This is an optimization exercise on Yosys and OpenROAD, whose aim is small area and a short achievable clock period, not a production implementation.
RTL that was checked went through simulation tests only; none was proved equivalent to the original.
Only the layout flow was run in runs 1 to 3; the RTL was not checked for function there.
The flow treats the clock pin as an ideal source, which a real chip does not have.

## flow/config.mk

```make
export PLATFORM = sky130hd
export DESIGN_NAME = ring_rx_check
export DESIGN_NICKNAME = ring_rx_check
export VERILOG_FILES = /design/flow/design.v
export SDC_FILE = /design/flow/constraint.sdc
export NUM_CORES = 4
export LEC_CHECK = 0
export CAP_MARGIN = 20
export CORE_MARGIN = 2
export CORE_UTILIZATION = 60
export SLEW_MARGIN = 20
export SYNTH_MEMORY_MAX_BITS = 16384
```

## flow/constraint.sdc

```tcl
create_clock -name core_clock -period 11.0 [get_ports {clk}]
set_input_delay 2.2000 -clock core_clock [delete_from_list [all_inputs] [get_ports {clk}]]
set_output_delay 2.2000 -clock core_clock [all_outputs]
set_load 0.01 [all_outputs]
```

## flow/design.v

```verilog
module dec8b10b(code, data, k, ok_m, ok_p);
  input [9:0] code;
  wire [9:0] code;
  output [7:0] data;
  wire [7:0] data;
  output k;
  wire k;
  output ok_m;
  wire ok_m;
  output ok_p;
  wire ok_p;
  wire _000_;
  wire _001_;
  wire _002_;
  wire _003_;
  wire _004_;
  wire _005_;
  wire _006_;
  wire _007_;
  wire _008_;
  wire _009_;
  wire _010_;
  wire _011_;
  wire _012_;
  wire _013_;
  wire _014_;
  wire _015_;
  wire _016_;
  wire _017_;
  wire _018_;
  wire _019_;
  wire _020_;
  wire _021_;
  wire _022_;
  wire _023_;
  wire _024_;
  wire _025_;
  wire _026_;
  wire _027_;
  wire _028_;
  wire _029_;
  wire _030_;
  wire _031_;
  wire _032_;
  wire _033_;
  wire _034_;
  wire _035_;
  wire _036_;
  wire _037_;
  wire _038_;
  wire _039_;
  wire _040_;
  wire _041_;
  wire _042_;
  wire _043_;
  wire _044_;
  wire _045_;
  wire _046_;
  wire _047_;
  wire _048_;
  wire _049_;
  wire _050_;
  wire _051_;
  wire _052_;
  wire _053_;
  wire _054_;
  wire _055_;
  wire _056_;
  wire _057_;
  wire _058_;
  wire _059_;
  wire _060_;
  wire _061_;
  wire _062_;
  wire _063_;
  wire _064_;
  wire _065_;
  wire _066_;
  wire _067_;
  wire _068_;
  wire _069_;
  wire _070_;
  wire _071_;
  wire _072_;
  wire _073_;
  wire _074_;
  wire _075_;
  wire _076_;
  wire _077_;
  wire _078_;
  wire _079_;
  wire _080_;
  wire _081_;
  wire _082_;
  wire _083_;
  wire _084_;
  wire _085_;
  wire _086_;
  wire _087_;
  wire _088_;
  wire _089_;
  wire _090_;
  wire _091_;
  wire _092_;
  wire _093_;
  wire _094_;
  wire _095_;
  wire _096_;
  wire _097_;
  wire _098_;
  wire _099_;
  wire _100_;
  wire _101_;
  wire _102_;
  wire _103_;
  wire _104_;
  wire _105_;
  wire _106_;
  wire _107_;
  wire _108_;
  wire _109_;
  wire _110_;
  wire _111_;
  wire _112_;
  wire _113_;
  wire _114_;
  wire _115_;
  wire _116_;
  wire _117_;
  wire _118_;
  wire _119_;
  wire [3:0] four;
  wire [5:0] six;
  wire [4:0] x;
  wire [2:0] y;
  assign _050_ = code[9] | ~(code[8]);
  assign _051_ = code[6] | ~(code[7]);
  assign _052_ = ~(_051_ & code[8]);
  assign _053_ = ~code[9];
  assign _054_ = code[6] & ~(code[7]);
  assign _055_ = _053_ & ~(_054_);
  assign _056_ = _052_ & ~(_055_);
  assign _057_ = _056_ | ~(_050_);
  assign _058_ = _054_ | ~(_051_);
  assign _059_ = code[1] & ~(code[4]);
  assign _060_ = ~(code[0] | code[3]);
  assign _061_ = code[0] & code[3];
  assign _062_ = ~(_061_ | _060_);
  assign _063_ = code[5] & ~(code[4]);
  assign _064_ = code[3] & code[5];
  assign _065_ = ~(_064_ | _063_);
  assign _066_ = _062_ & ~(_065_);
  assign _067_ = _062_ ? _065_ : code[5];
  assign _068_ = _059_ ? _067_ : _066_;
  assign _069_ = _068_ & ~(code[2]);
  assign _070_ = ~_063_;
  assign _071_ = code[0] ? code[2] : _069_;
  assign _072_ = code[1] ^ code[2];
  assign _073_ = _072_ ^ _062_;
  assign _074_ = _070_ ? _071_ : _073_;
  assign _075_ = _069_ & ~(_074_);
  assign _076_ = code[8] | ~(code[9]);
  assign _077_ = _075_ ? _050_ : _076_;
  assign _078_ = _058_ & ~(_077_);
  assign data[7] = _057_ & ~(_078_);
  assign _079_ = _071_ & ~(_063_);
  assign _080_ = code[5] | code[4];
  assign _081_ = code[5] & code[4];
  assign _082_ = _080_ & ~(_081_);
  assign _083_ = _073_ ? _070_ : _082_;
  assign _084_ = ~(_083_ | _079_);
  assign _085_ = code[2] & ~(_084_);
  assign data[2] = _085_ | _068_;
  assign _086_ = ~(code[0] & code[2]);
  assign _087_ = code[1] | code[2];
  assign _088_ = _060_ & ~(_087_);
  assign _089_ = _086_ & ~(_088_);
  assign _090_ = ~(_061_ | code[2]);
  assign _091_ = code[1] & ~(_090_);
  assign _092_ = _091_ | ~(_089_);
  assign _093_ = _081_ & ~(code[3]);
  assign _094_ = _093_ | _092_;
  assign _095_ = _073_ & ~(_094_);
  assign _096_ = _092_ & ~(_080_);
  assign _097_ = _070_ & ~(_096_);
  assign _098_ = _095_ ? _063_ : _097_;
  assign _099_ = _064_ & ~(code[2]);
  assign _100_ = _099_ & ~(_073_);
  assign data[4] = _098_ & ~(_100_);
  assign _101_ = ~_084_;
  assign _102_ = ~code[0];
  assign _103_ = _083_ & ~(_102_);
  assign _104_ = _074_ & ~(_103_);
  assign data[1] = code[1] ? _101_ : _104_;
  assign _105_ = ~(code[8] | code[9]);
  assign _106_ = code[8] & code[9];
  assign _107_ = code[6] ? _105_ : _106_;
  assign _108_ = code[9] & ~(code[6]);
  assign _109_ = code[7] & ~(_050_);
  assign _110_ = _109_ | _108_;
  assign _111_ = code[6] & ~(code[9]);
  assign _112_ = ~code[7];
  assign _113_ = _112_ & ~(_076_);
  assign _114_ = _113_ | _111_;
  assign _115_ = _075_ ? _110_ : _114_;
  assign data[5] = _115_ | _107_;
  assign data[0] = _102_ ? _074_ : _101_;
  assign _116_ = _082_ | _073_;
  assign _117_ = ~(_116_ & _062_);
  assign data[3] = data[0] ? _117_ : _062_;
  assign _118_ = _075_ ? _114_ : _110_;
  assign data[6] = _118_ | _107_;
  assign _119_ = ~_081_;
  assign _000_ = _092_ | _119_;
  assign _001_ = code[2] & code[3];
  assign _002_ = _001_ & ~(_000_);
  assign _003_ = ~(_082_ & _073_);
  assign _004_ = _003_ | ~(_098_);
  assign _005_ = _107_ & _056_;
  assign _006_ = _005_ & ~(_004_);
  assign _007_ = _006_ | _002_;
  assign k = _007_ | _075_;
  assign _008_ = ~_073_;
  assign _009_ = ~(_089_ | _072_);
  assign _010_ = _080_ & ~(_009_);
  assign _011_ = _008_ ? _010_ : _094_;
  assign _012_ = _003_ & _116_;
  assign _013_ = _106_ | ~(_054_);
  assign _014_ = _001_ | ~(_080_);
  assign _015_ = _014_ & ~(_082_);
  assign _016_ = code[9] & ~(_015_);
  assign _017_ = code[8] | code[7];
  assign _018_ = _017_ | _016_;
  assign _019_ = _005_ | code[6];
  assign _020_ = _018_ & ~(_019_);
  assign _021_ = _013_ & ~(_020_);
  assign _022_ = _105_ & ~(code[7]);
  assign _023_ = _015_ | ~(_022_);
  assign _024_ = _004_ & ~(_023_);
  assign _025_ = _024_ | _021_;
  assign _026_ = _025_ | _012_;
  assign _027_ = ~_082_;
  assign _028_ = _092_ ? _080_ : _119_;
  assign _029_ = _008_ ? _027_ : _028_;
  assign _030_ = _073_ & code[5];
  assign _031_ = ~(_075_ | _030_);
  assign _032_ = _004_ & ~(_031_);
  assign _033_ = _053_ & ~(_032_);
  assign _034_ = _052_ | _112_;
  assign _035_ = _034_ | _033_;
  assign _036_ = ~code[6];
  assign _037_ = ~(_106_ & _036_);
  assign _038_ = _031_ & ~(_037_);
  assign _039_ = code[7] & ~(_105_);
  assign _040_ = _036_ & ~(_039_);
  assign _041_ = _040_ | _022_;
  assign _042_ = _041_ | _038_;
  assign _043_ = _035_ & ~(_042_);
  assign _044_ = _043_ & ~(_029_);
  assign _045_ = _026_ & ~(_044_);
  assign ok_m = _011_ & ~(_045_);
  assign _046_ = _029_ | _025_;
  assign _047_ = _012_ | _011_;
  assign _048_ = _043_ & ~(_047_);
  assign _049_ = _048_ | ~(_046_);
  assign ok_p = _049_ & ~(_009_);
  assign y = data[7:5];
  assign x = data[4:0];
  assign four = code[9:6];
  assign six = code[5:0];
endmodule
module ring_rx_check (
    input  wire        clk,
    input  wire        rst,           
    input  wire        col_valid,     
    input  wire [39:0] col_code,      
    input  wire        los,           
    output reg         v_valid,       
    output reg  [3:0]  v_reason,      
    output reg  [9:0]  v_len,         
    output wire [95:0] v_hdr,         
    output reg  [15:0] cnt_good,
    output reg  [15:0] cnt_hcrc,
    output reg  [15:0] cnt_bad,
    output wire [63:0] cnt_cv         
);
    localparam [3:0] R_GOOD      = 4'd0;
    localparam [3:0] R_HCRC      = 4'd1;
    localparam [3:0] R_LL_BAD    = 4'd2;
    localparam [3:0] R_SHORT     = 4'd3;
    localparam [3:0] R_LONG      = 4'd4;
    localparam [3:0] R_UNALIGNED = 4'd5;
    localparam [3:0] R_TRAILER   = 4'd6;
    localparam [3:0] R_ENDBAD    = 4'd7;
    localparam [3:0] R_CONTROL   = 4'd8;
    localparam [3:0] R_LANEFAULT = 4'd9;
    localparam [7:0] K27_7 = 8'hFB;
    localparam [7:0] K29_7 = 8'hFD;
    localparam [7:0] K30_7 = 8'hFE;
    localparam [31:0] CRC32_RESIDUE = 32'hDEBB20E3;
    integer i, b;
    reg  [39:0] c1;
    reg         v1, f1, r1;
    always @(posedge clk) begin
        c1 <= col_code;
        v1 <= col_valid && !rst;
        f1 <= los && !rst;
        r1 <= rst;
    end
    reg  [3:0]  rd;
    reg  [3:0]  rd_next;
    wire [31:0] dec_data;
    wire [3:0]  dec_k, dec_ok_m, dec_ok_p;
    genvar g;
    generate
        for (g = 0; g < 4; g = g + 1) begin : lane
            dec8b10b u_dec (
                .code (c1[10*g +: 10]),
                .data (dec_data[8*g +: 8]),
                .k    (dec_k[g]),
                .ok_m (dec_ok_m[g]),
                .ok_p (dec_ok_p[g])
            );
        end
    endgenerate
    localparam [63:0] SIX_POS  = 64'hFFE8E880E8808000;
    localparam [63:0] SIX_NEG  = 64'h00010117011717FF;
    localparam [15:0] FOUR_POS = 16'hF880;
    localparam [15:0] FOUR_NEG = 16'h011F;
    always @* begin
        for (i = 0; i < 4; i = i + 1)
            rd_next[i] = FOUR_POS[c1[10*i+6 +: 4]] ||
                         (!FOUR_NEG[c1[10*i+6 +: 4]] &&
                          (SIX_POS[c1[10*i +: 6]] ||
                           (!SIX_NEG[c1[10*i +: 6]] && rd[i])));
    end
    always @(posedge clk) begin
        if (r1)
            rd <= 4'b0000;
        else if (v1)
            rd <= rd_next;
    end
    wire [3:0] dec_cv = (rd & ~dec_ok_p) | (~rd & ~dec_ok_m);
    reg  [31:0] d2;
    reg  [3:0]  k2, cv2;
    reg         v2, f2, r2;
    always @(posedge clk) begin
        d2  <= dec_data;
        k2  <= dec_k;
        cv2 <= dec_cv;
        v2  <= v1 && !rst;
        f2  <= f1 && !rst;
        r2  <= r1;
    end
    reg [15:0] cv_cnt [0:3];
    always @(posedge clk) begin
        for (i = 0; i < 4; i = i + 1)
            if (rst)
                cv_cnt[i] <= 16'd0;
            else if (v2 && cv2[i] && cv_cnt[i] != 16'hFFFF)
                cv_cnt[i] <= cv_cnt[i] + 16'd1;
    end
    assign cnt_cv = {cv_cnt[3], cv_cnt[2], cv_cnt[1], cv_cnt[0]};
    reg [4:0] col_no;
    reg [4:0] ts1 [0:3];
    reg [4:0] ts2 [0:3];
    reg [4:0] ts3 [0:3];
    reg [1:0] live [0:3];
    reg [3:0] lane_fault;
    reg [1:0] live_now [0:3];     
    always @* begin
        for (i = 0; i < 4; i = i + 1) begin
            live_now[i] = live[i];
            if ((live[i] == 2'd1 && ts1[i] == col_no) ||
                (live[i] == 2'd2 && ts2[i] == col_no) ||
                (live[i] == 2'd3 && ts3[i] == col_no))
                live_now[i] = live[i] - 2'd1;
            lane_fault[i] = cv2[i] && live[i] == 2'd3 && ts3[i] != col_no;
        end
    end
    always @(posedge clk) begin
        if (r2) begin
            col_no <= 5'd0;
            for (i = 0; i < 4; i = i + 1)
                live[i] <= 2'd0;
        end else if (v2) begin
            col_no <= col_no + 5'd1;
            for (i = 0; i < 4; i = i + 1)
                if (lane_fault[i])
                    live[i] <= 2'd0;
                else if (cv2[i])
                    live[i] <= live_now[i] + 2'd1;
                else
                    live[i] <= live_now[i];
        end
        for (i = 0; i < 4; i = i + 1)
            if (v2 && cv2[i]) begin
                ts1[i] <= col_no;
                ts2[i] <= ts1[i];
                ts3[i] <= ts2[i];
            end
    end
    wire fault2 = f2 || (v2 && lane_fault != 4'b0000);
    reg [3:0] is_end, is_ctl, is_e30;
    reg       start2, end_seen, any_nd, first_ctl, first_e30;
    reg [1:0] first;
    always @* begin
        for (i = 0; i < 4; i = i + 1) begin
            is_end[i] = k2[i] && !cv2[i] &&
                        (d2[8*i +: 8] == K29_7 || d2[8*i +: 8] == K30_7);
            is_e30[i] = k2[i] && !cv2[i] && d2[8*i +: 8] == K30_7;
            is_ctl[i] = cv2[i] || (k2[i] && !is_end[i]);
        end
        start2   = k2 == 4'b1111 && cv2 == 4'b0000 &&
                   d2 == {K27_7, K27_7, K27_7, K27_7};
        end_seen = is_end != 4'b0000;
        any_nd   = (k2 | cv2) != 4'b0000;
        first     = 2'd0;
        first_ctl = is_ctl[0];
        first_e30 = is_e30[0];
        for (i = 3; i >= 0; i = i - 1)
            if (k2[i] || cv2[i]) begin
                first     = i;
                first_ctl = is_ctl[i];
                first_e30 = is_e30[i];
            end
    end
    reg [1:0]  hpos;
    reg [31:0] crc32;
    reg [15:0] crc16;    
    reg [79:0] hdr;      
    reg        long_cls;   
    reg        ll_bad;     
    wire [31:0] crc32_next;
    crc32_x32 u_crc32 (.t(crc32 ^ d2), .o(crc32_next));
    wire [15:0] crc16_half, crc16_col;
    crc16_x16 u_crc16_half (.t(crc16 ^ {d2[7:0], d2[15:8]}), .o(crc16_half));
    crc16_x16 u_crc16_col  (.t(crc16_half ^ {d2[23:16], d2[31:24]}), .o(crc16_col));
    always @(posedge clk) begin
        if (r2)
            hpos <= 2'd3;
        else if (v2) begin
            if (start2)
                hpos <= 2'd0;
            else if (hpos != 2'd3)
                hpos <= hpos + 2'd1;
        end
        if (v2) begin
            if (start2)
                crc32 <= 32'hFFFFFFFF;
            else
                crc32 <= crc32_next;
        end
        if (v2 && start2)
            crc16 <= 16'hFFFF;
        if (v2 && !start2) begin
            if (hpos == 2'd0) begin
                hdr[31:0] <= d2;
                crc16     <= crc16_col;
                long_cls  <= d2[7] ^ d2[6];
                ll_bad    <= d2[23] && (d2[7:6] != 2'b11 || d2[14:8] != 7'h7F);
            end
            if (hpos == 2'd1) begin
                hdr[63:32] <= d2;
                crc16      <= crc16_col;
            end
            if (hpos == 2'd2) begin
                hdr[79:64] <= d2[15:0];
                crc16      <= crc16_half;
            end
        end
    end
    assign v_hdr = {crc16, hdr};
    wire       crc_ok  = crc32 == CRC32_RESIDUE;
    wire       hcrc_ok = crc16_half == d2[31:16];
    reg        in_frame;
    reg        skip;         
    reg [7:0]  ncol;         
    always @(posedge clk)
        if (v2)
            ncol <= start2 ? 8'd0 : ncol + 8'd1;
    wire [7:0] lmax_col = long_cls ? 8'd132 : 8'd20;
    wire       too_long = ncol == lmax_col && !(any_nd && first == 2'd0);
    wire       hdr_bad  = ncol == 8'd2 && (!hcrc_ok || ll_bad);
    reg [3:0]  reason;
    reg [9:0]  len;
    always @* begin
        len = {ncol, 2'b00};
        if (fault2)
            reason = R_LANEFAULT;
        else if (too_long)
            reason = R_LONG;
        else if (any_nd) begin
            len = {ncol, first};
            if (first_ctl)
                reason = R_CONTROL;
            else if (ncol[7:2] == 6'd0)
                reason = R_SHORT;
            else if (first != 2'd0)
                reason = R_UNALIGNED;
            else if (first_e30)
                reason = R_ENDBAD;
            else if (!crc_ok)
                reason = R_TRAILER;
            else
                reason = R_GOOD;
        end else begin
            len    = 10'd12;
            reason = hcrc_ok ? R_LL_BAD : R_HCRC;
        end
    end
    always @(posedge clk) begin
        v_reason <= reason;
        v_len    <= len;
        if (r2) begin
            in_frame <= 1'b0;
            skip     <= 1'b0;
        end
        if (rst)
            v_valid <= 1'b0;
        else begin
            v_valid <= 1'b0;
            if (fault2) begin
                if (in_frame) begin
                    v_valid  <= 1'b1;
                    in_frame <= 1'b0;
                end
                skip <= 1'b0;
            end else if (v2 && skip) begin
                if (end_seen)
                    skip <= 1'b0;
            end else if (v2) begin
                if (in_frame) begin
                    if (too_long || any_nd || hdr_bad) begin
                        v_valid  <= 1'b1;
                        in_frame <= 1'b0;
                        skip     <= too_long ? !end_seen : !any_nd && !hcrc_ok;
                    end
                end
                if (start2)
                    in_frame <= 1'b1;
            end
        end
    end
    always @(posedge clk) begin
        if (rst) begin
            cnt_good <= 16'd0;
            cnt_hcrc <= 16'd0;
            cnt_bad  <= 16'd0;
        end else if (v_valid) begin
            if (v_reason == R_GOOD) begin
                if (cnt_good != 16'hFFFF) cnt_good <= cnt_good + 16'd1;
            end else if (v_reason == R_HCRC) begin
                if (cnt_hcrc != 16'hFFFF) cnt_hcrc <= cnt_hcrc + 16'd1;
            end else begin
                if (cnt_bad != 16'hFFFF) cnt_bad <= cnt_bad + 16'd1;
            end
        end
    end
endmodule
module crc32_x32 (
    input  wire [31:0] t,
    output wire [31:0] o
);
    wire x_x0 = t[0] ^ t[22];
    wire x_x1 = t[2] ^ t[7];
    wire x_x2 = t[3] ^ t[21];
    wire x_x3 = t[1] ^ t[23];
    wire x_x4 = t[4] ^ x_x0;
    wire x_x5 = t[5] ^ t[12];
    wire x_x6 = t[13] ^ t[29];
    wire x_x7 = t[6] ^ t[11];
    wire x_x8 = t[10] ^ t[26];
    wire x_x9 = t[17] ^ t[24];
    wire x_x10 = t[19] ^ t[27];
    wire x_x11 = t[14] ^ t[30];
    wire x_x12 = t[16] ^ t[28];
    wire x_x13 = t[18] ^ t[25];
    wire x_x14 = t[15] ^ t[31];
    wire x_x15 = t[8] ^ t[9];
    wire x_x16 = t[20] ^ x_x1;
    wire x_x17 = t[23] ^ x_x12;
    wire x_x18 = t[3] ^ t[5];
    wire x_x19 = t[4] ^ t[24];
    wire x_x20 = t[25] ^ t[29];
    wire x_x21 = t[28] ^ x_x2;
    wire x_x22 = x_x6 ^ x_x11;
    wire x_x23 = x_x3 ^ x_x10;
    wire x_x24 = t[8] ^ x_x5;
    wire x_x25 = x_x4 ^ x_x13;
    wire x_x26 = t[18] ^ t[26];
    wire x_x27 = t[0] ^ t[12];
    wire x_x28 = t[9] ^ t[14];
    wire x_x29 = t[2] ^ t[20];
    wire x_x30 = t[27] ^ t[30];
    wire x_x31 = t[31] ^ x_x8;
    wire x_x32 = t[7] ^ x_x14;
    wire x_x33 = x_x3 ^ x_x9;
    wire x_x34 = x_x7 ^ x_x8;
    wire x_x35 = x_x6 ^ x_x27;
    wire x_x36 = x_x1 ^ x_x2;
    wire x_x37 = t[6] ^ t[26];
    wire x_x38 = t[13] ^ t[17];
    wire x_x39 = t[2] ^ t[28];
    wire x_x40 = t[0] ^ t[31];
    wire x_x41 = t[7] ^ t[13];
    wire x_x42 = t[11] ^ t[15];
    wire x_x43 = t[8] ^ t[22];
    wire x_x44 = t[9] ^ t[15];
    wire x_x45 = t[6] ^ t[10];
    wire x_x46 = t[7] ^ t[16];
    wire x_x47 = t[6] ^ x_x14;
    wire x_x48 = t[20] ^ x_x11;
    wire x_x49 = x_x20 ^ x_x29;
    wire x_x50 = t[10] ^ x_x2;
    wire x_x51 = x_x1 ^ x_x28;
    wire x_x52 = t[24] ^ x_x15;
    wire x_x53 = x_x5 ^ x_x14;
    wire x_x54 = t[25] ^ x_x7;
    wire x_x55 = x_x18 ^ x_x45;
    wire x_x56 = t[5] ^ x_x0;
    wire x_x57 = t[27] ^ x_x15;
    wire x_x58 = t[22] ^ x_x19;
    wire x_x59 = t[9] ^ x_x34;
    wire x_x60 = t[21] ^ x_x4;
    wire x_x61 = t[1] ^ x_x22;
    wire x_x62 = x_x36 ^ x_x47;
    wire x_x63 = x_x16 ^ x_x19;
    wire x_x64 = x_x21 ^ x_x40;
    wire x_x65 = x_x9 ^ x_x50;
    wire x_x66 = x_x13 ^ x_x21;
    wire x_x67 = x_x9 ^ x_x17;
    wire x_x68 = x_x13 ^ x_x32;
    wire x_x69 = x_x4 ^ x_x16;
    wire x_x70 = x_x12 ^ x_x23;
    wire x_x71 = t[3] ^ t[8];
    wire x_x72 = t[16] ^ x_x3;
    wire x_x73 = x_x37 ^ x_x71;
    wire x_x74 = x_x72 ^ x_x73;
    wire x_x75 = x_x69 ^ x_x74;
    wire x_x76 = t[4] ^ t[5];
    wire x_x77 = x_x76 ^ x_x36;
    wire x_x78 = x_x33 ^ x_x57;
    wire x_x79 = x_x77 ^ x_x78;
    wire x_x80 = x_x39 ^ x_x52;
    wire x_x81 = x_x55 ^ x_x25;
    wire x_x82 = x_x80 ^ x_x81;
    wire x_x83 = t[4] ^ t[7];
    wire x_x84 = t[19] ^ x_x3;
    wire x_x85 = x_x18 ^ x_x20;
    wire x_x86 = x_x83 ^ x_x84;
    wire x_x87 = x_x85 ^ x_x59;
    wire x_x88 = x_x86 ^ x_x87;
    wire x_x89 = x_x30 ^ x_x34;
    wire x_x90 = x_x24 ^ x_x63;
    wire x_x91 = x_x89 ^ x_x90;
    wire x_x92 = x_x5 ^ x_x41;
    wire x_x93 = x_x54 ^ x_x57;
    wire x_x94 = x_x92 ^ x_x64;
    wire x_x95 = x_x93 ^ x_x94;
    wire x_x96 = t[3] ^ t[10];
    wire x_x97 = x_x28 ^ x_x29;
    wire x_x98 = x_x96 ^ x_x35;
    wire x_x99 = x_x17 ^ x_x97;
    wire x_x100 = x_x98 ^ x_x99;
    wire x_x101 = t[4] ^ x_x42;
    wire x_x102 = x_x101 ^ x_x65;
    wire x_x103 = x_x61 ^ x_x102;
    wire x_x104 = t[2] ^ t[11];
    wire x_x105 = t[16] ^ x_x11;
    wire x_x106 = x_x104 ^ x_x53;
    wire x_x107 = x_x105 ^ x_x25;
    wire x_x108 = x_x106 ^ x_x107;
    wire x_x109 = t[19] ^ x_x38;
    wire x_x110 = x_x14 ^ x_x24;
    wire x_x111 = x_x109 ^ x_x69;
    wire x_x112 = x_x110 ^ x_x111;
    wire x_x113 = t[5] ^ t[13];
    wire x_x114 = x_x26 ^ x_x113;
    wire x_x115 = x_x51 ^ x_x114;
    wire x_x116 = x_x60 ^ x_x115;
    wire x_x117 = t[14] ^ t[15];
    wire x_x118 = x_x43 ^ x_x117;
    wire x_x119 = x_x55 ^ x_x23;
    wire x_x120 = x_x118 ^ x_x119;
    wire x_x121 = x_x7 ^ x_x44;
    wire x_x122 = x_x17 ^ x_x121;
    wire x_x123 = x_x63 ^ x_x122;
    wire x_x124 = t[0] ^ x_x46;
    wire x_x125 = x_x20 ^ x_x24;
    wire x_x126 = x_x124 ^ x_x65;
    wire x_x127 = x_x125 ^ x_x126;
    wire x_x128 = t[1] ^ t[26];
    wire x_x129 = t[30] ^ x_x7;
    wire x_x130 = x_x38 ^ x_x15;
    wire x_x131 = x_x128 ^ x_x129;
    wire x_x132 = x_x130 ^ x_x25;
    wire x_x133 = x_x131 ^ x_x132;
    wire x_x134 = t[18] ^ x_x5;
    wire x_x135 = x_x51 ^ x_x23;
    wire x_x136 = x_x31 ^ x_x134;
    wire x_x137 = x_x135 ^ x_x136;
    wire x_x138 = x_x41 ^ x_x42;
    wire x_x139 = x_x8 ^ x_x58;
    wire x_x140 = x_x138 ^ x_x70;
    wire x_x141 = x_x139 ^ x_x140;
    wire x_x142 = t[11] ^ t[14];
    wire x_x143 = t[27] ^ x_x142;
    wire x_x144 = x_x49 ^ x_x24;
    wire x_x145 = x_x143 ^ x_x67;
    wire x_x146 = x_x144 ^ x_x145;
    wire x_x147 = t[30] ^ x_x37;
    wire x_x148 = x_x44 ^ x_x9;
    wire x_x149 = x_x35 ^ x_x147;
    wire x_x150 = x_x148 ^ x_x66;
    wire x_x151 = x_x149 ^ x_x150;
    wire x_x152 = x_x46 ^ x_x10;
    wire x_x153 = x_x31 ^ x_x152;
    wire x_x154 = x_x61 ^ x_x25;
    wire x_x155 = x_x153 ^ x_x154;
    wire x_x156 = t[17] ^ x_x7;
    wire x_x157 = x_x10 ^ x_x11;
    wire x_x158 = x_x12 ^ x_x18;
    wire x_x159 = x_x32 ^ x_x4;
    wire x_x160 = x_x156 ^ x_x157;
    wire x_x161 = x_x158 ^ x_x159;
    wire x_x162 = x_x160 ^ x_x161;
    wire x_x163 = t[3] ^ t[17];
    wire x_x164 = t[29] ^ x_x0;
    wire x_x165 = x_x39 ^ x_x26;
    wire x_x166 = x_x163 ^ x_x53;
    wire x_x167 = x_x164 ^ x_x165;
    wire x_x168 = x_x166 ^ x_x167;
    wire x_x169 = t[30] ^ x_x6;
    wire x_x170 = x_x10 ^ x_x43;
    wire x_x171 = x_x26 ^ x_x16;
    wire x_x172 = x_x169 ^ x_x170;
    wire x_x173 = x_x171 ^ x_x172;
    wire x_x174 = t[23] ^ x_x10;
    wire x_x175 = x_x15 ^ x_x48;
    wire x_x176 = x_x174 ^ x_x64;
    wire x_x177 = x_x175 ^ x_x176;
    wire x_x178 = t[29] ^ x_x8;
    wire x_x179 = x_x52 ^ x_x17;
    wire x_x180 = x_x178 ^ x_x62;
    wire x_x181 = x_x179 ^ x_x180;
    wire x_x182 = x_x30 ^ x_x33;
    wire x_x183 = x_x49 ^ x_x59;
    wire x_x184 = x_x182 ^ x_x183;
    wire x_x185 = t[11] ^ t[12];
    wire x_x186 = t[24] ^ x_x1;
    wire x_x187 = x_x30 ^ x_x185;
    wire x_x188 = x_x31 ^ x_x186;
    wire x_x189 = x_x187 ^ x_x66;
    wire x_x190 = x_x188 ^ x_x189;
    wire x_x191 = t[31] ^ x_x35;
    wire x_x192 = x_x54 ^ x_x16;
    wire x_x193 = x_x70 ^ x_x191;
    wire x_x194 = x_x192 ^ x_x193;
    wire x_x195 = t[6] ^ t[12];
    wire x_x196 = x_x195 ^ x_x22;
    wire x_x197 = x_x67 ^ x_x60;
    wire x_x198 = x_x196 ^ x_x197;
    wire x_x199 = x_x33 ^ x_x56;
    wire x_x200 = x_x22 ^ x_x68;
    wire x_x201 = x_x199 ^ x_x200;
    wire x_x202 = t[3] ^ t[19];
    wire x_x203 = x_x202 ^ x_x48;
    wire x_x204 = x_x58 ^ x_x68;
    wire x_x205 = x_x203 ^ x_x204;
    wire x_x206 = t[1] ^ t[19];
    wire x_x207 = t[25] ^ x_x206;
    wire x_x208 = x_x56 ^ x_x207;
    wire x_x209 = x_x62 ^ x_x208;
    assign o[0] = x_x75;
    assign o[1] = x_x79;
    assign o[2] = x_x82;
    assign o[3] = x_x88;
    assign o[4] = x_x91;
    assign o[5] = x_x95;
    assign o[6] = x_x100;
    assign o[7] = x_x103;
    assign o[8] = x_x108;
    assign o[9] = x_x112;
    assign o[10] = x_x116;
    assign o[11] = x_x120;
    assign o[12] = x_x123;
    assign o[13] = x_x127;
    assign o[14] = x_x133;
    assign o[15] = x_x137;
    assign o[16] = x_x141;
    assign o[17] = x_x146;
    assign o[18] = x_x151;
    assign o[19] = x_x155;
    assign o[20] = x_x162;
    assign o[21] = x_x168;
    assign o[22] = x_x173;
    assign o[23] = x_x177;
    assign o[24] = x_x181;
    assign o[25] = x_x184;
    assign o[26] = x_x190;
    assign o[27] = x_x194;
    assign o[28] = x_x198;
    assign o[29] = x_x201;
    assign o[30] = x_x205;
    assign o[31] = x_x209;
endmodule
module crc16_x16 (
    input  wire [15:0] t,
    output wire [15:0] o
);
    wire x_x0 = t[9] ^ t[13];
    wire x_x1 = t[10] ^ t[14];
    wire x_x2 = t[4] ^ t[8];
    wire x_x3 = t[7] ^ t[15];
    wire x_x4 = t[6] ^ x_x1;
    wire x_x5 = t[5] ^ x_x0;
    wire x_x6 = t[12] ^ x_x2;
    wire x_x7 = t[3] ^ t[11];
    wire x_x8 = t[1] ^ t[12];
    wire x_x9 = t[0] ^ t[11];
    wire x_x10 = t[2] ^ t[13];
    wire x_x11 = t[14] ^ x_x7;
    wire x_x12 = x_x5 ^ x_x8;
    wire x_x13 = x_x6 ^ x_x9;
    wire x_x14 = t[15] ^ x_x6;
    wire x_x15 = t[11] ^ x_x4;
    wire x_x16 = x_x3 ^ x_x11;
    wire x_x17 = x_x10 ^ x_x4;
    wire x_x18 = x_x5 ^ x_x13;
    wire x_x19 = x_x4 ^ x_x12;
    wire x_x20 = x_x3 ^ x_x10;
    wire x_x21 = x_x20 ^ x_x15;
    wire x_x22 = t[8] ^ t[12];
    wire x_x23 = x_x22 ^ x_x16;
    wire x_x24 = x_x0 ^ x_x14;
    wire x_x25 = x_x1 ^ x_x5;
    wire x_x26 = t[15] ^ x_x15;
    wire x_x27 = t[0] ^ x_x2;
    wire x_x28 = x_x3 ^ x_x27;
    wire x_x29 = t[8] ^ t[1];
    wire x_x30 = t[5] ^ t[9];
    wire x_x31 = x_x29 ^ x_x30;
    wire x_x32 = t[9] ^ t[2];
    wire x_x33 = t[10] ^ t[6];
    wire x_x34 = x_x32 ^ x_x33;
    wire x_x35 = t[7] ^ t[10];
    wire x_x36 = x_x7 ^ x_x35;
    assign o[0] = x_x13;
    assign o[1] = x_x12;
    assign o[2] = x_x17;
    assign o[3] = x_x16;
    assign o[4] = x_x14;
    assign o[5] = x_x18;
    assign o[6] = x_x19;
    assign o[7] = x_x21;
    assign o[8] = x_x23;
    assign o[9] = x_x24;
    assign o[10] = x_x25;
    assign o[11] = x_x26;
    assign o[12] = x_x28;
    assign o[13] = x_x31;
    assign o[14] = x_x34;
    assign o[15] = x_x36;
endmodule
```

## flow/flow/run.sh

```bash
#!/bin/bash
# The standard layout (standard.sh: the standard synthesis and ORFS steps,
# unchanged), with two settings changed for the make run:
#  - CTS_ARGS: ORFS's own clock_tree_synthesis arguments without the dummy
#    loads CTS adds to balance the tree.
# Every ORFS step writes its own log under orfs/logs; make's output goes to
# make.log here.
set -euo pipefail
bash standard.sh SETUP_SLACK_MARGIN=7.7 \
    "CTS_ARGS=-sink_clustering_enable -repair_clock_nets -dont_use_dummy_load" \
    finish > make.log 2>&1
```

## flow/standard.sh

```bash
#!/bin/bash
# synth_recipe.tcl (not shown) runs the flow's synth.tcl, then flattens the netlist and writes it again
# the make line also repeats each setting of config.mk as NAME=value (left out here)
make -C /OpenROAD-flow-scripts/flow DESIGN_CONFIG=/design/flow/config.mk WORK_HOME=/design/flow/orfs CLKGATE_MAP_FILE= SYNTH_SCRIPT=/design/flow/synth_recipe.tcl "${@:-finish}"
```

==> flow_summary.toml, run 1 <==
[hold_path]
whs_path_depth = 1
min_from = "f1"
hold_class = "reg2reg"
hold_end = "f2"

[outcome]
status = "no timing/DRC/antenna violations"

[timing]
tns_ps = 0
max_slew_margin_pct = 26.1
max_freq_mhz = 295
tightest_slew_ps = 1110
fin_worst_skew_ps = 35.7
finalHoldViolations = 0
fin_crit_sh_pct = 30.8
fin_crit_ps = 3390
drv_slew = 0
rsz0062_at_grt = "yes"
final-setup-viol-count = 0

[grt]
grt_busiest_layer = "met2"
met3_usage_pct = 5.05
grt_pass1_vias = 18000
use_met1_pct = 40.0
grt-ovfl-total = 0
grt_max_degree = 97
antenna_found_initial = 1
grt_util_met2_pct = 51.8
grt_pass1_wl_um = 99300
track_usage_pct = 31.1

[critical_path]
path_max_fanout = 1
critical-path-max-stage-delay_ps = 440
cp_slowest_cell = "edfxtp_1"
worstSetupEndpointType = "primary output"
regToRegStartpoint = "d2[25]"
required_ps = 8800
criticalPathCategory = "reg2out"
rr_worst_depth = 6
cp.arrival_ps = 1190
rr_endpoint = "crc32[14]"
crit_family = "flip-flops"
cp-start-kind = "register"
crit_buf_inv = 1
r2r_slack_ps = 7770
crit_chain = "buf_2"

[floorplan]
initial_core_util_pct = 60.8
core-area_um2 = 38600
die_area_um2 = 40600
ioPinCount = 267
fp.dieW_um = 202
die_h_um = 202
rows = 72

[logic_synthesis]
synth.avg_cell_area_um2 = 10.1
yosysWarnings = 7
synth_seq_cells = 432
synth-seq-area-share_pct = 44.7
synth.distinct_cells = 79
syn-num-nets = 2445
ys.flop_type = "dfxtp_1"
synth_area_um2 = 23400
async_flop_share_pct = 0
syn_inst = 2325
synth_edf_count = 182

[clock_tree]
insertion_delay_ps = 570
cts_buffers = 46
cts.reportedPaths.clkPinSlew_ps = 60
hold_buffers = 0
cts_tree = "done"
cts_sinks = 432

[routing]
antenna_left = 0
drtPass1Iterations = 5
via_per_inst = 5.86
vias = 18500
drt_iter0_drc = 1301
drc_errors = 0
wirelength_um = 64200
wl_per_cell_um = 20.3

[flow_run]
cap_violations = 0

[place]
dp_cells = 3035
dpl.hpwl_um = 45700
gp_congestion = 1.01
io_buffers = 266

[layout]
layout-drive-gt1-share_pct = 21.3
finalCoreUtilization_pct = 72.0
layout.nets = 2759
syn_to_final_growth_pct = 18.5
final_cells = 3156
multi_input_area_um2 = 12500
final-seq-area_um2 = 10800
nFillCells = 2913
[state kept, by name, indices dropped and copies added (netlist names), 20 cells and up]
name,cells
hdr,80
ts3,20
d2,32
c1,40
ts1,20
crc32,32
cv_cnt,64
ts2,20
[cell usage after synthesis (7+ instances only)]
library cell	instances	share of area [%]
xnor2_1	318	12
dfxtp_1	250	21
nor2_1	220	3.5
nand2_1	185	3.0
edfxtp_1	182	23
xor2_1	174	6.5
a21oi_1	95	2.0
o21ai_0	92	2.0
clkbuf_1	81	1.3
ha_1	76	4.1
inv_1	76	1.2
nand3_1	56	1.2
nand4_1	52	1.4
nor3_1	38	0.81
and3_1	28	0.75
xnor3_1	25	2.4
or3_1	23	0.61
and2_1	22	0.59
a31oi_1	21	0.56
o22ai_1	20	0.53
nor2b_1	19	0.51
nor4_1	19	0.51
mux2i_1	16	0.68
o221ai_1	15	0.56
and4_1	14	0.52
nand2b_1	14	0.37
o211ai_1	13	0.42
o31ai_1	11	0.35
or2_2	10	0.27
a211o_1	9	0.34
a21o_1	8	0.26
o21bai_1	8	0.26
xnor2_2	8	0.56
a211oi_1	7	0.22
a221oi_1	7	0.26
[how the worst max path moves through the flow]
stage	startpoint	end	slack (ps)	cells after the start
floorplan	rst	cv_cnt[0][0]	7790	4
global placement	rst	cv_cnt[3][3]	7450	3
detailed placement	rst	cv_cnt[3][13]	7380	3
CTS	crc16[8]	v_hdr[88]	7530	1
global route	c1[0]	cv2[0]	7550	10
finish	hdr[2]	v_hdr[2]	7610	1
[final cells by class]
class | count | share of cell area (%)
multi-input combinational | 1726 | 44.9
tap | 518 | 2.33
sequential | 432 | 38.9
inverter | 76 | 1.03
clock buffer | 46 | 4.15
timing repair buffer | 357 | 8.67
antenna | 1 | 0.00901
[kinds of logic (layout without fill, tap and decap cells)]
logic type	count (synthesis)	after routing	synth area share (%)
other cells	0	1	0
fa+ha+maj	78	78	4.14
xor+xnor	540	540	22.7
flops	432	432	44.7
compound gates	364	364	9.92
mux	19	19	0.876
buf+inv	167	479	2.72
simple gates	725	725	14.9
[metrics by stage]
step,hold WS (ps),cell area (um2),worst slack [ps]
2_1_floorplan,374,23400,7790
3_3_place_gp,426,26500,7450
3_5_place_dp,426,26500,7380
4_1_cts,445,27600,7530
5_1_grt,471,27800,7550
6_report,452,27800,7610
[layer usage]
layer  up-vias  share of wire, %
li1       8736                 -
met1      8870                41
met2       716                48
met3       166               7.0
met4         0               4.2
met5         -                 0
[layout by cell type, fill, tap and decap left out, types with 14 or more instances in the layout]
cell	count
xnor2_1	311
nor2_1	220
nand2_1	185
edfxtp_1	182
buf_2	179
xor2_1	169
buf_4	117
dfxtp_1	108
a21oi_1	94
o21ai_0	91
dfxtp_2	83
inv_1	76
ha_1	76
dfxtp_4	59
nand3_1	56
nand4_1	52
clkbuf_16	46
clkdlybuf4s50_1	42
nor3_1	38
and3_1	26
xnor3_1	25
or3_1	23
a31oi_1	21
o22ai_1	20
and2_1	20
nor2b_1	19
nor4_1	19
buf_6	19
mux2i_1	16
o221ai_1	15
and4_1	14
xnor2_2	14
nand2b_1	14
[what timing repair did]
action                                  4_1_cts  5_1_grt
endpoints found under the setup margin      239       83
gates resized for setup                    1123       35
setup buffers                                67        7
==> run 2, diff against run 1 <==
--- a/flow/flow/run.sh
+++ b/flow/flow/run.sh
@@ -8,4 +8,5 @@
 set -euo pipefail
 bash standard.sh SETUP_SLACK_MARGIN=7.7 \
     "CTS_ARGS=-sink_clustering_enable -repair_clock_nets -dont_use_dummy_load" \
+    "BUFFER_PORTS_ARGS=-buffer_cell sky130_fd_sc_hd__buf_1" \
     finish > make.log 2>&1
==> flow_summary.toml, run 2 <==
[outcome]
status = "no timing/DRC/antenna violations"

[routing]
drc_errors = 0
via_per_inst = 5.85
drtPass1Iterations = 5
drt_iter0_drc = 1475
wl_per_cell_um = 20.3
vias = 18500
wirelength_um = 64100
antenna_left = 0

[critical_path]
crit_buf_inv = 1
path_max_fanout = 1
cp-start-kind = "register"
cp.arrival_ps = 1190
cp_slowest_cell = "edfxtp_1"
crit_family = "flip-flops"
criticalPathCategory = "reg2out"
required_ps = 8800
crit_chain = "clkbuf_2"
worstSetupEndpointType = "primary output"
critical-path-max-stage-delay_ps = 450

[layout]
layout-drive-gt1-share_pct = 19.8
layout.nets = 2763
largest-register = "hdr"
diodes = 0
reg_top3 = "hdr x80, cv_cnt x64, c1 x40"
final_common_cell = "xnor2_1"
final_cell_mix = "xnor2_1 (314), nor2_1 (220), nand2_1 (185), edfxtp_1 (182), xor2_1 (169)"
largest_reg_flops = 80
syn_to_final_growth_pct = 17.7

[clock_tree]
cts_buffers = 45
cts_tree = "done"
insertion_delay_ps = 590
hold_buffers = 0
cts_sinks = 432
cts.reportedPaths.clkPinSlew_ps = 60

[logic_synthesis]
synth_top_family_by_area = "XOR/XNOR gates"
synth-seq-area-share_pct = 44.7
synth.avg_cell_area_um2 = 10.1
synth_compound_area_share_pct = 9.92
synth_top_cell_by_area = "edfxtp_1"
syn_inst = 2325
synthTopCellsByCount = "xnor2_1 (318), dfxtp_1 (250), nor2_1 (220), nand2_1 (185), edfxtp_1 (182)"
synth_mux_area_share_pct = 0.876
async_flop_share_pct = 0
synthAdderAreaFrac_pct = 4.14
synth_seq_cells = 432
ys.flop_type = "dfxtp_1"
synthTopCellsByArea = "edfxtp_1 (23%), dfxtp_1 (21%), xnor2_1 (12%), xor2_1 (6.5%), ha_1 (4.1%)"
synthXorXnorAreaFrac_pct = 22.7
syn-num-nets = 2445
synthSimpleGateAreaFrac_pct = 14.9
yosysWarnings = 7
synth_most_common_cell = "xnor2_1"
synth_edf_count = 182
synth.distinct_cells = 79
synth_area_um2 = 23400
yosys.area.top_type_share_pct = 23.3

[floorplan]
rows = 72
initial_core_util_pct = 60.8
die_area_um2 = 40600
core-area_um2 = 38600
die_h_um = 202
ioPinCount = 267
fp.dieW_um = 202

[timing]
max_slew_margin_pct = 31.7
fin_crit_sh_pct = 30.8
rsz0062_at_grt = "yes"
tightest_slew_ps = 1030
drv_slew = 0
max_freq_mhz = 295
fin_crit_ps = 3390
final-setup-viol-count = 0
finalHoldViolations = 0
tns_ps = 0
fin_worst_skew_ps = 54.5

[place]
gp_congestion = 0.957
io_buffers = 266
dpl.hpwl_um = 45600

[grt]
antenna_found_initial = 0
grt_max_degree = 83
track_usage_pct = 31.0
grt_pass1_wl_um = 98700
grt_pass1_vias = 17700
grt-ovfl-total = 0

[hold_path]
hold_class = "reg2reg"

[flow_run]
cap_violations = 0
run 2: cells by family (layout without fill, tap and decap cells):
| kind of cell | Yosys count | after routing |
|---|---|---|
| adder cells (fa/ha/maj) | 78 | 78 |
| AO/OA/AOI/OAI | 364 | 364 |
| multiplexers | 19 | 19 |
| flip-flops | 432 | 432 |
| buffers and inverters | 167 | 483 |
| XOR/XNOR | 540 | 540 |
| AND/OR/NAND/NOR | 725 | 725 |
run 2: cell type report:
cell class | instances | area (um2)
multi-input combinational | 1726 | 12500
tap | 518 | 648
timing repair buffer | 362 | 2250
clock buffer | 45 | 1130
fill | 2895 | 11000
sequential | 432 | 10800
inverter | 76 | 289
run 2: metrics by stage:
stage / setup slack, ps / std cells / util (%) / hold slack (ps) / area, um2
after CTS: 7600 / 3141 / 70.5 / 456 / 27200
after detailed placement: 7310 / 3041 / 64.6 / 446 / 24900
after floorplan: 7790 / 2325 / - / 374 / 23400
after global routing: 7520 / 3159 / 71.5 / 458 / 27600
after global placement: 7370 / 3041 / 64.6 / 428 / 24900
final: 7610 / 3159 / 71.5 / 455 / 27600
run 2: worst reg2reg max path, cell delays in order (launching register included):
cell and delay (ps):
dfxtp_1 460, xnor2_1 800, xnor2_1 430, xnor2_1 550, xnor2_1 230, xnor2_1 320
xnor2_1 170, nand2_1 70
run 2: path summary, 6_finish.rpt:
check	end	startpoint	slack, ps	depth (start not counted)
setup / recovery	v_hdr[71]	hdr[71]	7610	1
hold / removal	f2	f1	450	1
setup reg to reg	crc32[27]	d2[27]	7760	7
hold reg to reg	f2	f1	450	1
run 2: what timing repair did:
item	4_1_cts	5_1_grt
gates resized for setup	380	84
setup endpoints to repair	185	123
setup buffers	55	18
cloned	0	0
pin swaps	0	1
run 2: layer usage:
layer  vias up  global-route usage, %  wire (um)
met3       151                   5.13       4120
met4         0                   11.5       2340
met2       678                   50.4      30500
met1      8916                   41.9      27100
li1       8744                      -          -
met5         -                      0          0
==> run 3, diff against run 2 <==
--- a/flow/flow/run.sh
+++ b/flow/flow/run.sh
@@ -7,6 +7,5 @@
 # make.log here.
 set -euo pipefail
 bash standard.sh SETUP_SLACK_MARGIN=7.7 \
-    "CTS_ARGS=-sink_clustering_enable -repair_clock_nets -dont_use_dummy_load" \
-    "BUFFER_PORTS_ARGS=-buffer_cell sky130_fd_sc_hd__buf_1" \
+    "CTS_ARGS=-sink_clustering_enable -repair_clock_nets -dont_use_dummy_load -buf_list sky130_fd_sc_hd__clkbuf_8" \
     finish > make.log 2>&1
==> flow_summary.toml, run 3 <==
[critical_path]
cp.arrival_ps = 1220
cp-start-kind = "register"
cp_slowest_cell = "edfxtp_1"
worstSetupStartpoint = "hdr[36]"
crit_chain = "buf_2"
critical-path-max-stage-delay_ps = 440
regToRegStartpoint = "d2[25]"
required_ps = 8800
criticalPathCategory = "reg2out"
crit_family = "flip-flops"
path_max_fanout = 1
crit_buf_inv = 1
worstSetupEndpointType = "primary output"

[routing]
via_per_inst = 5.85
drc_errors = 0
antenna_left = 0
wl_per_cell_um = 20.4
drtPass1Iterations = 6
vias = 19000
drt_iter0_drc = 1452
wirelength_um = 66200

[timing]
fin_crit_sh_pct = 31.1
tightest_slew_ps = 1110
fin_worst_skew_ps = 55.0
final-setup-viol-count = 0
fin_crit_ps = 3420
holdWs_ps = 443
rsz0062_at_grt = "yes"
tns_ps = 0
drv_slew = 0
max_slew_margin_pct = 25.8
max_freq_mhz = 292
finalHoldViolations = 0

[layout]
final_cell_mix = "xnor2_1 (311), nor2_1 (220), nand2_1 (185), edfxtp_1 (182), xor2_1 (169)"
largest-register = "hdr"
nFillCells = 2749
final_cells = 3248
syn_to_final_growth_pct = 22.8
reg_top3 = "hdr x80, cv_cnt x64, c1 x40"
diodes = 0
largest_reg_flops = 80
layout-drive-gt1-share_pct = 24.2
layout.nets = 2852
finalCoreUtilization_pct = 74.6
final_common_cell = "xnor2_1"

[floorplan]
ioPinCount = 267
fp.dieW_um = 202
die_h_um = 202
initial_core_util_pct = 60.8
core-area_um2 = 38600
die_area_um2 = 40600
rows = 72

[logic_synthesis]
synth_area_um2 = 23400
ys.flop_type = "dfxtp_1"
synth_most_common_cell = "xnor2_1"
yosysWarnings = 7
syn_inst = 2325
syn-num-nets = 2445
synth_top_cell_by_area = "edfxtp_1"
synth_edf_count = 182
synth-seq-area-share_pct = 44.7
synth.distinct_cells = 79
synth_seq_cells = 432
synthTopCellsByArea = "edfxtp_1 (23%), dfxtp_1 (21%), xnor2_1 (12%), xor2_1 (6.5%), ha_1 (4.1%)"
synthTopCellsByCount = "xnor2_1 (318), dfxtp_1 (250), nor2_1 (220), nand2_1 (185), edfxtp_1 (182)"
async_flop_share_pct = 0
yosys.area.top_type_share_pct = 23.3
synth.avg_cell_area_um2 = 10.1

[place]
gp_congestion = 1.01
io_buffers = 266
dpl.hpwl_um = 45700
dp_cells = 3035

[clock_tree]
cts_tree = "done"
insertion_delay_ps = 630
cts.reportedPaths.clkPinSlew_ps = 50
cts_buffers = 73
hold_buffers = 0
cts_sinks = 432

[grt]
track_usage_pct = 31.8
grt_pass1_vias = 18600
antenna_found_initial = 0
grt_max_degree = 97
grt_pass1_wl_um = 101000
grt-ovfl-total = 0

[hold_path]
min_from = "f1"
hold_class = "reg2reg"

[flow_run]
cap_violations = 0

[outcome]
status = "no timing/DRC/antenna violations"
-- run 3: cell count changes in the layout (fill, tap and decap cells not counted), moves of 33 or more --
cell,before,now
clkbuf_16,45,0
clkbuf_2,33,0
clkdlybuf4s50_1,0,42
clkbuf_8,0,73
buf_1,80,0
buf_6,39,129
buf_4,118,164
-- run 3: worst register-to-register path, stage by stage (launching register included) --
cell,delay (ps)
dfxtp_1,490
xnor2_1,860
xnor2_1,470
xnor2_1,480
xor2_1,290
xnor2_1,110
or2_2,270
-- run 3: path summary, 6_finish.rpt --
check,to,slack [ps],cells after the start
worst max-delay path,v_hdr[36],7580,1
worst min-delay path,f2,440,1
worst min register to register,f2,440,1
worst max register to register,crc32[14],7780,6
-- run 3: kinds of logic after synthesis --
family / after synthesis / share of synthesized area [%]
AOI/OAI and AO/OA: 364 / 9.92
xor gates and xnor gates: 540 / 22.7
adders and majority gates: 78 / 4.14
buffers and inverters: 167 / 2.72
DFF: 432 / 44.7
muxes: 19 / 0.876
and+or+nand+nor: 725 / 14.9
-- run 3: through the flow --
step / cell area (um2) / setup slack, ps
2_1_floorplan: 23400 / 7790
3_3_place_gp: 26500 / 7450
3_5_place_dp: 26500 / 7380
4_1_cts: 28400 / 7540
5_1_grt: 28800 / 7530
6_report: 28800 / 7580
-- run 3: cell type report --
class	count	area (um2)	area share (%)
multi-input cells	1726	12500	43.4
clock buffers	73	1000	3.49
repair buffers	423	3540	12.3
inverters	76	285	0.992
well taps	518	648	2.25
flip-flops and latches	432	10800	37.6
-- run 3: timing repair --
action	in CTS	in global routing
setup endpoints to repair	237	229
resized for setup	1225	58
setup buffers	125	15
-- run 3: metal layers --
layer | part of all wire (%) | wire length, um | GRT usage [%]
met4 | 4.7 | 3140 | 15.5
met3 | 7.0 | 4660 | 6.38
met5 | 0 | 0 | 0
met2 | 48 | 31600 | 51.6
met1 | 40 | 26800 | 40.7
==> run 4, diff against run 3 <==
--- a/flow/design.v
+++ b/flow/design.v
@@ -365,33 +365,39 @@
     reg [4:0] ts1 [0:3];
     reg [4:0] ts2 [0:3];
     reg [4:0] ts3 [0:3];
-    reg [1:0] live [0:3];
+    reg [3:0] in1, in2, in3;
+    reg [3:0] in1_now, in2_now, in3_now;     
     reg [3:0] lane_fault;
-    reg [1:0] live_now [0:3];     
     always @* begin
         for (i = 0; i < 4; i = i + 1) begin
-            live_now[i] = live[i];
-            if ((live[i] == 2'd1 && ts1[i] == col_no) ||
-                (live[i] == 2'd2 && ts2[i] == col_no) ||
-                (live[i] == 2'd3 && ts3[i] == col_no))
-                live_now[i] = live[i] - 2'd1;
-            lane_fault[i] = cv2[i] && live[i] == 2'd3 && ts3[i] != col_no;
+            in1_now[i]    = in1[i] && ts1[i] != col_no;
+            in2_now[i]    = in2[i] && ts2[i] != col_no;
+            in3_now[i]    = in3[i] && ts3[i] != col_no;
+            lane_fault[i] = cv2[i] && in3_now[i];
         end
     end
     always @(posedge clk) begin
         if (r2) begin
             col_no <= 5'd0;
-            for (i = 0; i < 4; i = i + 1)
-                live[i] <= 2'd0;
+            in1    <= 4'd0;
+            in2    <= 4'd0;
+            in3    <= 4'd0;
         end else if (v2) begin
             col_no <= col_no + 5'd1;
             for (i = 0; i < 4; i = i + 1)
-                if (lane_fault[i])
-                    live[i] <= 2'd0;
-                else if (cv2[i])
-                    live[i] <= live_now[i] + 2'd1;
-                else
-                    live[i] <= live_now[i];
+                if (lane_fault[i]) begin
+                    in1[i] <= 1'b0;
+                    in2[i] <= 1'b0;
+                    in3[i] <= 1'b0;
+                end else if (cv2[i]) begin
+                    in1[i] <= 1'b1;
+                    in2[i] <= in1_now[i];
+                    in3[i] <= in2_now[i];
+                end else begin
+                    in1[i] <= in1_now[i];
+                    in2[i] <= in2_now[i];
+                    in3[i] <= in3_now[i];
+                end
         end
         for (i = 0; i < 4; i = i + 1)
             if (v2 && cv2[i]) begin
--- a/flow/flow/run.sh
+++ b/flow/flow/run.sh
@@ -7,5 +7,6 @@
 # make.log here.
 set -euo pipefail
 bash standard.sh SETUP_SLACK_MARGIN=7.7 \
-    "CTS_ARGS=-sink_clustering_enable -repair_clock_nets -dont_use_dummy_load -buf_list sky130_fd_sc_hd__clkbuf_8" \
+    "CTS_ARGS=-sink_clustering_enable -repair_clock_nets -dont_use_dummy_load" \
+    "BUFFER_PORTS_ARGS=-buffer_cell sky130_fd_sc_hd__buf_1" \
     finish > make.log 2>&1
==> flow_summary.toml, run 4 <==
[outcome]
status = "no timing/DRC/antenna violations"

[logic_synthesis]
synth.distinct_cells = 81
synthTopCellsByCount = "xnor2_1 (325), dfxtp_1 (254), nor2_1 (206), nand2_1 (187), edfxtp_1 (182)"
synth_most_common_cell = "xnor2_1"
synth_seq_cells = 436
synth.avg_cell_area_um2 = 10.1
synth-seq-area-share_pct = 45.4
async_flop_share_pct = 0
syn-num-nets = 2417
synth_area_um2 = 23200
yosysWarnings = 5
synthTopCellsByArea = "edfxtp_1 (24%), dfxtp_1 (22%), xnor2_1 (12%), xor2_1 (5.8%), ha_1 (3.4%)"
yosys.area.top_type_share_pct = 23.5
syn_inst = 2309
ys.flop_type = "dfxtp_1"
synth_top_cell_by_area = "edfxtp_1"
synth_edf_count = 182

[clock_tree]
cts_buffers = 46
cts.reportedPaths.clkPinSlew_ps = 60
insertion_delay_ps = 590
cts_sinks = 436
cts_tree = "done"

[layout]
final_cell_mix = "xnor2_1 (320), nor2_1 (204), nand2_1 (186), edfxtp_1 (182), xor2_1 (149)"
syn_to_final_growth_pct = 18.7
finalCoreUtilization_pct = 71.7
final_common_cell = "xnor2_1"
largest_reg_flops = 80
layout-drive-gt1-share_pct = 20.5
diodes = 0
largest-register = "hdr"
reg_top3 = "hdr x80, cv_cnt x64, c1 x40"
layout.nets = 2730

[routing]
drt_iter0_drc = 1492
vias = 18500
via_per_inst = 5.90
antenna_left = 0
drtPass1Iterations = 5
wl_per_cell_um = 20.4
wirelength_um = 64100
drc_errors = 0

[critical_path]
path_max_fanout = 1
crit_family = "flip-flops"
required_ps = 8800
criticalPathCategory = "reg2out"
crit_buf_inv = 1
worstSetupEndpointType = "primary output"
cp_slowest_cell = "edfxtp_1"
critical-path-max-stage-delay_ps = 460
crit_chain = "buf_1"
cp.arrival_ps = 1210
cp-start-kind = "register"

[grt]
grt-ovfl-total = 0
grt_max_degree = 99
grt_pass1_vias = 17400
grt_pass1_wl_um = 96400
antenna_found_initial = 1
track_usage_pct = 30.4

[floorplan]
initial_core_util_pct = 60.4
ioPinCount = 267
fp.dieW_um = 201
die_h_um = 201
core-area_um2 = 38500
rows = 72
die_area_um2 = 40300

[flow_run]
cap_violations = 0

[timing]
tns_ps = 0
final-setup-viol-count = 0
rsz0062_at_grt = "yes"
finalHoldViolations = 0
fin_worst_skew_ps = 55.1
max_slew_margin_pct = 28.2
max_freq_mhz = 294
tightest_slew_ps = 1060
fin_crit_ps = 3410
drv_slew = 0
fin_crit_sh_pct = 31.0

[place]
dpl.hpwl_um = 44300
gp_congestion = 0.982
io_buffers = 266

[hold_path]
hold_class = "reg2reg"
==> run 4: cell count changes after synthesis, sizes merged, moves of 11 or more <==
cell / delta
nor2: -14
nor2b: +11
nand4: -16
nor3: -16
xor2: -26
ha: -12
or3: +12
o21ai: +16
==> run 4: routing by layer <==
layer  track usage, %  vias to the layer above  part of all wire (%)
met3             5.76                      131                   8.4
li1                 -                     8695                     -
met4             10.4                        0                   3.4
met5                0                        -                     0
met1             41.5                     8959                    42
met2             48.7                      727                    47
==> run 4: logic make-up after synthesis <==
family | share of synthesized area (%)
muxes | 1.02
DFF | 45.4
adders and majority gates | 3.49
xor gates and xnor gates | 21.7
buffers and inverters | 2.83
and+or+nand+nor | 13.7
AOI/OAI and AO/OA | 11.9
==> run 4: worst paths after layout <==
path,from,to,depth (start not counted),slack [ps]
setup / recovery,hdr[1],v_hdr[1],1,7590
hold / removal,f1,f2,1,440
setup reg to reg,d2[14],crc16[12],8,7810
hold reg to reg,f1,f2,1,440
==> run 4: stage by stage <==
step,std cells,area [um2],setup slack (ps),hold slack (ps)
after global routing,3138,27600,7520,476
after global placement,3014,24700,7200,427
after detailed placement,3014,24700,7130,427
after CTS,3110,27000,7590,440
final,3138,27600,7590,437
after floorplan,2309,23200,7820,374
==> run 4: layout make-up <==
class / count / area [um2]
timing repair inverter: 1 / 7.51
multi-input combinational: 1699 / 12200
sequential: 436 / 10900
tap: 518 / 648
inverter: 78 / 297
timing repair buffer: 360 / 2420
clock buffer: 46 / 1150
fill: 2830 / 10900
==> run 4: timing repair <==
item,in CTS,in global routing
hold buffers,0,0
gates resized for setup,395,118
setup buffers,50,27
gates cloned,0,1
setup endpoints to repair,186,181
==> run 5, diff against run 4 <==
--- a/flow/config.mk
+++ b/flow/config.mk
@@ -5,6 +5,7 @@
 export SDC_FILE = /design/flow/constraint.sdc
 export NUM_CORES = 4
 export LEC_CHECK = 0
+export ABC_AREA = 1
 export CAP_MARGIN = 20
 export CORE_MARGIN = 2
 export CORE_UTILIZATION = 60
==> flow_summary.toml, run 5 <==
[layout]
diodes = 0
finalCoreUtilization_pct = 71.0
final_common_cell = "nand2_1"
nFillCells = 3111
reg_top3 = "hdr x80, cv_cnt x64, c1 x40"
syn_to_final_growth_pct = 16.6
layout-drive-gt1-share_pct = 16.5
largest-register = "hdr"
largest_reg_flops = 80
layout.nets = 3482
final_cell_mix = "nand2_1 (700), inv_1 (413), nor2_1 (195), nand3_1 (193), o21ai_0 (190)"
final_area_um2 = 28200

[timing]
fin_worst_skew_ps = 47.0
tightest_slew_ps = 1090
max_freq_mhz = 291
finalWorstSetupSlack_ps = 7560
finalHoldViolations = 0
tns_ps = 0
final-setup-viol-count = 0
fin_crit_sh_pct = 31.3
rsz0062_at_grt = "yes"
fin_crit_ps = 3440
drv_slew = 0
max_slew_margin_pct = 26.6

[logic_synthesis]
synth_seq_cells = 436
synth-seq-area-share_pct = 43.6
synthTopCellsByCount = "nand2_1 (700), inv_1 (416), dfxtp_1 (254), nor2_1 (198), nand3_1 (193)"
yosys.area.top_type_share_pct = 22.6
syn_inst = 3036
synth_top_family_by_area = "simple AND/OR/NAND/NOR gates"
synth_edf_count = 182
synth_area_um2 = 24200
synth_compound_area_share_pct = 10.8
ys.flop_type = "dfxtp_1"
synthSimpleGateAreaFrac_pct = 23.9
synthTopCellsByArea = "edfxtp_1 (23%), dfxtp_1 (21%), nand2_1 (11%), inv_1 (6.5%), xor2_1 (5.2%)"
async_flop_share_pct = 0
synthXorXnorAreaFrac_pct = 10.8
synth.avg_cell_area_um2 = 7.97
synth_most_common_cell = "nand2_1"
yosysWarnings = 5
synth.distinct_cells = 63
synth_mux_area_share_pct = 0.124
synthAdderAreaFrac_pct = 3.35
synth_top_cell_by_area = "edfxtp_1"
syn-num-nets = 3144

[floorplan]
rows = 73
die_area_um2 = 42000
ioPinCount = 267
die_h_um = 205
core-area_um2 = 39700
fp.dieW_um = 205
initial_core_util_pct = 60.9

[grt]
grt_pass1_vias = 20800
grt_pass1_wl_um = 111000
grt_max_degree = 78
grt-ovfl-total = 0
antenna_found_initial = 0
track_usage_pct = 34.1

[place]
dpl.hpwl_um = 53400
postPlaceCellArea_um2 = 25800
pre_cts_ws_ps = 7190
gp_congestion = 0.964
io_buffers = 266

[routing]
wirelength_um = 72700
drtPass1Iterations = 5
drt_iter0_drc = 1821
vias = 22000
antenna_left = 0
wl_per_cell_um = 18.7
via_per_inst = 5.65
drc_errors = 0

[critical_path]
critical-path-max-stage-delay_ps = 480
cp-start-kind = "register"
worstSetupEndpointType = "primary output"
cp.arrival_ps = 1240
required_ps = 8800
cp_slowest_cell = "edfxtp_1"
criticalPathCategory = "reg2out"
crit_chain = "clkbuf_2"
crit_buf_inv = 1
crit_family = "flip-flops"
path_max_fanout = 1

[clock_tree]
hold_buffers = 0
cts_sinks = 436
cts_tree = "done"
insertion_delay_ps = 580
cts_buffers = 47
cts.reportedPaths.clkPinSlew_ps = 60

[flow_run]
cap_violations = 0

[hold_path]
hold_class = "reg2reg"

[outcome]
status = "no timing/DRC/antenna violations"
[run 5: changes by cell type in the layout (fill, tap and decap cells not counted), moves of 38 or more]
cell,before,now
a21oi_1,98,136
inv_1,76,413
nand2_1,186,700
nand3_1,58,193
nor3_1,22,71
o21ai_0,110,190
xnor2_1,320,113
[run 5: kinds of logic after synthesis]
logic type / count (synthesis)
AND/OR/NAND/NOR: 1325
buffers and inverters: 474
AO/OA/AOI/OAI: 456
XOR/XNOR: 277
flip-flops: 436
adder cells (fa/ha/maj): 65
multiplexers: 3
[run 5: stage by stage]
stage	hold WS [ps]	cells
floorplan	374	3036
global placement	395	3801
detailed placement	394	3801
CTS	401	3879
global route	446	3897
finish	400	3897
[run 5: timing repair]
action                     4_1_cts  5_1_grt
gates resized for setup        326      134
setup endpoints to repair      184      170
pin swaps                        1        0
setup buffers                   31       18
[run 5: final cells by class]
| class | instances | area (um2) | area share, % |
|---|---|---|---|
| multi-input cells | 2126 | 11900 | 42.0 |
| flip-flops and latches | 436 | 10900 | 38.5 |
| repair buffers | 333 | 2040 | 7.24 |
| inverters | 430 | 1630 | 5.76 |
| clock buffers | 47 | 1180 | 4.17 |
| well taps | 525 | 657 | 2.33 |
[run 5: routing by layer]
layer / track usage, % / vias to the layer above / part of all wire (%)
li1: - / 10600 / -
met1: 43.9 / 10400 / 41
met2: 56.0 / 851 / 47
met3: 7.17 / 185 / 7.4
met4: 13.6 / 0 / 4.3
met5: 0 / - / 0
[run 5: worst paths after layout]
path,slack (ps),startpoint,depth (start not counted),to
worst max-delay path,7560,hdr[26],1,v_hdr[26]
worst max register to register,7850,d2[22],12,crc16[10]
worst min register to register,400,f1,2,f2
worst min-delay path,400,f1,2,f2

re-timing with driven ports:
Ports are ideal in the flow. The routed layouts listed here were re-timed in OpenROAD.
Step 1: set_driving_cell puts a clkbuf_16 on clk and a buf_2 on each other input, an assumption about the parent block.
Step 2, shift: input delay + t, output delay - t, t = (earliest + latest rising clock arrival at the registers) / 2. This alone moves slack from input paths to output paths.
Slacks: no drivers / after step 1 / after step 2; pairs: no drivers / after step 1.
| run | t, ns | setup slack, ns | worst setup path after step 2 | worst data-port slew with drivers (ns) |
|---|---|---|---|---|
| run 1 | 0.612 | 7.614 / 7.555 / 7.346 | input to register | 0.09 |
| run 2 | 0.618 | 7.611 / 7.551 / 7.258 | input to register | 0.07 |
| run 3 | 0.657 | 7.580 / 7.522 / 7.306 | input to register | 0.08 |
| run 4 | 0.623 | 7.594 / 7.537 / 7.368 | input to register | 0.07 |
| run 5 | 0.617 | 7.561 / 7.503 / 7.276 | input to register | 0.05 |
After both steps setup and hold are still met in every run listed. The setup slack of run 2, which loses most, moves by -0.060 ns with the drivers and by -0.353 ns with both steps.
